From an optimization exercise on the open Yosys and OpenROAD flow, aimed at small area and a short achievable clock period; shortcuts taken in it are not production practice.
At most, simulation tests tie the RTL to the original design; equivalence was not proved.
Power and IR drop assume default switching activity.

== zinc ==
## decb_lane
module decb_lane (
    input  wire        clk,
    input  wire        rst,
    input  wire        in_valid,
    input  wire [5:0]  in_frame,    
    input  wire [31:0] in_word,     
    input  wire [2:0]  bk,          
    input  wire [23:0] hi_level,
    input  wire [7:0]  hi_hys,
    input  wire [23:0] hh_level,
    input  wire [7:0]  hh_hys,
    input  wire [1:0]  clr_seen,    
    output reg         out_valid,
    output reg  [31:0] out_word,    
    output wire [1:0]  thr_state,   
    output wire [7:0]  hi_cnt,
    output wire [7:0]  hh_cnt,
    output wire [1:0]  seen         
);
For scale: about 2200 cells after synthesis, about 710 flip-flops, about 25000 sq um of cells after synthesis.
==> module decb_thresh, before the edit <==
module decb_thresh (
    input  wire        clk,
    input  wire        rst,
    input  wire        rst_d,        
    input  wire        en,           
    input  wire        o,            
    input  wire        u,            
    input  wire [24:0] mag,          
    input  wire [23:0] level,
    input  wire [7:0]  hys,
    input  wire        clr_seen,
    output reg         state,
    output reg  [7:0]  cnt,
    output reg         seen
);
    reg         st;
    always @(posedge clk)
        st <= state & ~rst_d;
    wire [11:0] lim_hi;
    wire        lim_nn;
    decb_add #(12) u_lim (.a(level[23:12]), .b(~{4'd0, hys & {8{st}}}), .ci(1'b1),
                          .s(lim_hi), .co(lim_nn));
    wire ge;
    decb_add #(25, 1) u_ge (.a(mag), .b(~{1'b0, lim_hi, level[11:0]}), .ci(1'b1), .s(), .co(ge));
    wire above = o || ge;
    wire below = lim_nn & ~ge;
    wire rise = (level != 24'd0) && !u && !state && above;
    wire fall = (level != 24'd0) && !u && state && !o && below;
    wire       inc = en && rise;
    wire [8:0] cc;
    wire [7:0] cnt_nx;
    assign cc[0] = inc;
    genvar b;
    generate
        for (b = 0; b < 8; b = b + 1) begin : ic
            assign cnt_nx[b]  = cnt[b] ^ cc[b];
            assign cc[b + 1] = cnt[b] & cc[b];
        end
    endgenerate
    always @(posedge clk) begin
        if (rst)
            cnt <= 8'd0;
        else
            cnt <= cnt_nx;
    end
    always @(posedge clk) begin
        if (rst) begin
            state <= 1'b0;
            seen  <= 1'b0;
        end else if (en) begin
            if (level == 24'd0)
                state <= 1'b0;
            else if (rise)
                state <= 1'b1;
            else if (fall)
                state <= 1'b0;
            if (rise)
                seen <= 1'b1;
            else if (clr_seen)
                seen <= 1'b0;
        end
    end
endmodule
==> module decb_lane, before the edit <==
module decb_lane (
    input  wire        clk,
    input  wire        rst,
    input  wire        in_valid,
    input  wire [5:0]  in_frame,    
    input  wire [31:0] in_word,     
    input  wire [2:0]  bk,          
    input  wire [23:0] hi_level,
    input  wire [7:0]  hi_hys,
    input  wire [23:0] hh_level,
    input  wire [7:0]  hh_hys,
    input  wire [1:0]  clr_seen,    
    output reg         out_valid,
    output reg  [31:0] out_word,    
    output wire [1:0]  thr_state,   
    output wire [7:0]  hi_cnt,
    output wire [7:0]  hh_cnt,
    output wire [1:0]  seen         
);
    localparam [31:0] OFF32 = 32'h0500_0000;
    localparam [88:0] CLEAN = {83'd0, 2'd3, 2'd0, 2'd3};
    reg  [88:0] ring0, ring1, ring2, ring3, ring4, ring5;
    reg  [2:0]  pc;           
    reg         clean_q;      
    reg         rst_q;        
    reg  [26:0] x_q;          
    reg  [4:0]  srct_q;       
    reg  [2:0]  t_q;          
    reg  [2:0]  bk_q;         
    reg  [2:0]  sel;          
    reg         pending;      
    reg         busy;         
    reg         fin;          
    wire        proc = (pending && pc == 3'd0) || busy;
    wire take = pc <= t_q;
    wire ev   = pc < t_q;
    wire [26:0] y;
    wire [88:0] nh;
    decb_halfband u_hb (
        .h  (ring0),
        .x  (x_q),
        .ev (ev),
        .y  (y),
        .nh (nh)
    );
    always @(posedge clk) begin
        ring0 <= ring1;
        ring1 <= ring2;
        ring2 <= ring3;
        ring3 <= ring4;
        ring4 <= ring5;
        if (clean_q)
            ring5 <= CLEAN;
        else if (proc && take)
            ring5 <= nh;
        else
            ring5 <= ring0;
    end
    always @(posedge clk) begin
        rst_q <= rst;
        if (rst) begin
            pc      <= 3'd0;
            clean_q <= 1'b1;
        end else begin
            pc      <= (pc == 3'd5) ? 3'd0 : pc + 3'd1;
            if (pc == 3'd5)
                clean_q <= 1'b0;
        end
    end
    wire [2:0] nsel   = (bk_q != sel && bk_q <= t_q) ? bk_q : sel;
    wire       dlv    = nsel <= t_q;
    wire       we     = dlv && ((proc && pc == nsel) || (fin && nsel == 3'd6));
    always @(posedge clk) begin
        if (rst) begin
            pending   <= 1'b0;
            busy      <= 1'b0;
            fin       <= 1'b0;
            out_valid <= 1'b0;
        end else begin
            if (in_valid)
                pending <= 1'b1;
            else if (pc == 3'd0)
                pending <= 1'b0;
            if (pc == 3'd0)
                busy <= pending;
            else if (pc == 3'd5)
                busy <= 1'b0;
            fin       <= busy && pc == 3'd5;
            out_valid <= fin;
        end
    end
    always @(posedge clk) begin
        if (rst_q) begin
            sel      <= 3'd0;
            out_word <= OFF32;
        end else begin
            if (fin)
                sel <= nsel;
            if (we)
                out_word <= {srct_q, x_q};
        end
    end
    wire hold_in = pending || busy || fin;
    wire [2:0] t_in = !in_frame[0] ? 3'd0 : !in_frame[1] ? 3'd1 :
                      !in_frame[2] ? 3'd2 : !in_frame[3] ? 3'd3 :
                      !in_frame[4] ? 3'd4 : !in_frame[5] ? 3'd5 : 3'd6;
    always @(posedge clk) begin
        if (proc)
            x_q <= y;
        else if (!pending)
            x_q <= in_word[26:0];
        if (!hold_in) begin
            srct_q  <= in_word[31:27];
            t_q     <= t_in;
            bk_q    <= {bk[2:1], bk[0] & ~(bk[2] & bk[1])};
        end
    end
    reg        v1;           
    reg [23:0] hi_level_q, hh_level_q;
    reg [7:0]  hi_hys_q, hh_hys_q;
    reg [1:0]  clr_q;
    always @(posedge clk) begin
        v1         <= in_valid;
        hi_level_q <= hi_level;
        hh_level_q <= hh_level;
        hi_hys_q   <= hi_hys;
        hh_hys_q   <= hh_hys;
        clr_q      <= clr_seen;
    end
    wire [24:0] mag;
    decb_add #(25) u_mag (.a({1'b0, x_q[23:0] ^ {24{x_q[23]}}}), .b(25'd0), .ci(x_q[23]),
                          .s(mag), .co());
    decb_thresh u_hi (
        .clk      (clk),
        .rst      (rst_q),
        .rst_d    (rst_q),
        .en       (v1),
        .o        (x_q[25]),
        .u        (x_q[24]),
        .mag      (mag),
        .level    (hi_level_q),
        .hys      (hi_hys_q),
        .clr_seen (clr_q[0]),
        .state    (thr_state[0]),
        .cnt      (hi_cnt),
        .seen     (seen[0])
    );
    decb_thresh u_hh (
        .clk      (clk),
        .rst      (rst_q),
        .rst_d    (rst_q),
        .en       (v1),
        .o        (x_q[25]),
        .u        (x_q[24]),
        .mag      (mag),
        .level    (hh_level_q),
        .hys      (hh_hys_q),
        .clr_seen (clr_q[1]),
        .state    (thr_state[1]),
        .cnt      (hh_cnt),
        .seen     (seen[1])
    );
endmodule
export LEC_CHECK = 0
export CAP_MARGIN = 20
export CORE_MARGIN = 2
export CORE_UTILIZATION = 40
export SLEW_MARGIN = 20
create_clock -name core_clock -period 48.0 [get_ports {clk}]
standard.sh (not shown) runs the stock make flow with config.mk's settings and CLKGATE_MAP_FILE= SYNTH_SCRIPT=/design/flow/synth_recipe.tcl, a recipe that flattens the netlist after the stock synthesis.
==> flow/flow/run.sh <==
#!/bin/bash
set -euo pipefail
bash standard.sh "BUFFER_PORTS_ARGS=-buffer_cell sky130_fd_sc_hd__buf_1" "CTS_ARGS=-sink_clustering_enable -repair_clock_nets -dont_use_dummy_load -buf_list sky130_fd_sc_hd__clkbuf_8 -sink_clustering_size 20 -sink_clustering_max_diameter 60" finish > standard_make.log 2>&1
### zinc -> ember
--- a/flow/design.v
+++ b/flow/design.v
@@ -86,5 +86,4 @@
     input  wire        clk,
     input  wire        rst,
-    input  wire        rst_d,        
     input  wire        en,           
     input  wire        o,            
@@ -98,10 +97,7 @@
     output reg         seen
 );
-    reg         st;
-    always @(posedge clk)
-        st <= state & ~rst_d;
     wire [11:0] lim_hi;
     wire        lim_nn;
-    decb_add #(12) u_lim (.a(level[23:12]), .b(~{4'd0, hys & {8{st}}}), .ci(1'b1),
+    decb_add #(12) u_lim (.a(level[23:12]), .b(~{4'd0, hys & {8{state}}}), .ci(1'b1),
                           .s(lim_hi), .co(lim_nn));
     wire ge;
@@ -111,24 +107,8 @@
     wire rise = (level != 24'd0) && !u && !state && above;
     wire fall = (level != 24'd0) && !u && state && !o && below;
-    wire       inc = en && rise;
-    wire [8:0] cc;
-    wire [7:0] cnt_nx;
-    assign cc[0] = inc;
-    genvar b;
-    generate
-        for (b = 0; b < 8; b = b + 1) begin : ic
-            assign cnt_nx[b]  = cnt[b] ^ cc[b];
-            assign cc[b + 1] = cnt[b] & cc[b];
-        end
-    endgenerate
-    always @(posedge clk) begin
-        if (rst)
-            cnt <= 8'd0;
-        else
-            cnt <= cnt_nx;
-    end
     always @(posedge clk) begin
         if (rst) begin
             state <= 1'b0;
+            cnt   <= 8'd0;
             seen  <= 1'b0;
         end else if (en) begin
@@ -140,4 +120,6 @@
                 state <= 1'b0;
             if (rise)
+                cnt <= cnt + 8'd1;
+            if (rise)
                 seen <= 1'b1;
             else if (clr_seen)
@@ -281,5 +263,4 @@
         .clk      (clk),
         .rst      (rst_q),
-        .rst_d    (rst_q),
         .en       (v1),
         .o        (x_q[25]),
@@ -296,5 +277,4 @@
         .clk      (clk),
         .rst      (rst_q),
-        .rst_d    (rst_q),
         .en       (v1),
         .o        (x_q[25]),
Notes after the runs:
- Ratio of total power to cell area shrinks slightly when moving from zinc to ember.
- [compare] base=zinc new=ember: clock period minus final worst setup slack now larger, buffering overhead stayed essentially flat, die area lower, global-route wire length before repair picked up an extra 1.0%.
- Post-placement cell count (lower): zinc
- Relative to zinc, global router's overall resource usage increased by 0.24 points in ember.
- Taking zinc as the reference, in ember arrival time of data at the critical path endpoint climbed 0.23 ns, post-route standard cell area excluding fillers lost 0.39%.
- The sequential cell area fraction in the yosys report of zinc and that of ember are within noise of each other.
- Cmp ember vs zinc: clock buffer instance count of the final layout lower in ember
Function not checked in ember: the RTL went through the layout flow alone.

[afterwards: timing with drivers on the ports]
The flow's constraints put no driver on any port. The routed layouts listed below were extracted and timed again, unchanged, in two steps.
Step 1 assumes that a clkbuf_16 drives the clock port and a buf_2 every other input.
Step 2 also shifts input and output timing later by t, the mid clock arrival at the registers, as if the neighbouring blocks saw the same clock.
Slacks: ideal ports / drivers / drivers and shift; pairs: ideal ports / drivers.
run	shift t [ns]	setup slack, ns	worst setup path after step 2
zinc	0.685	37.131 / 37.074 / 37.689	input to register
ember	0.698	36.897 / 36.835 / 37.532	register to output
After both steps every run listed still meets setup and hold.
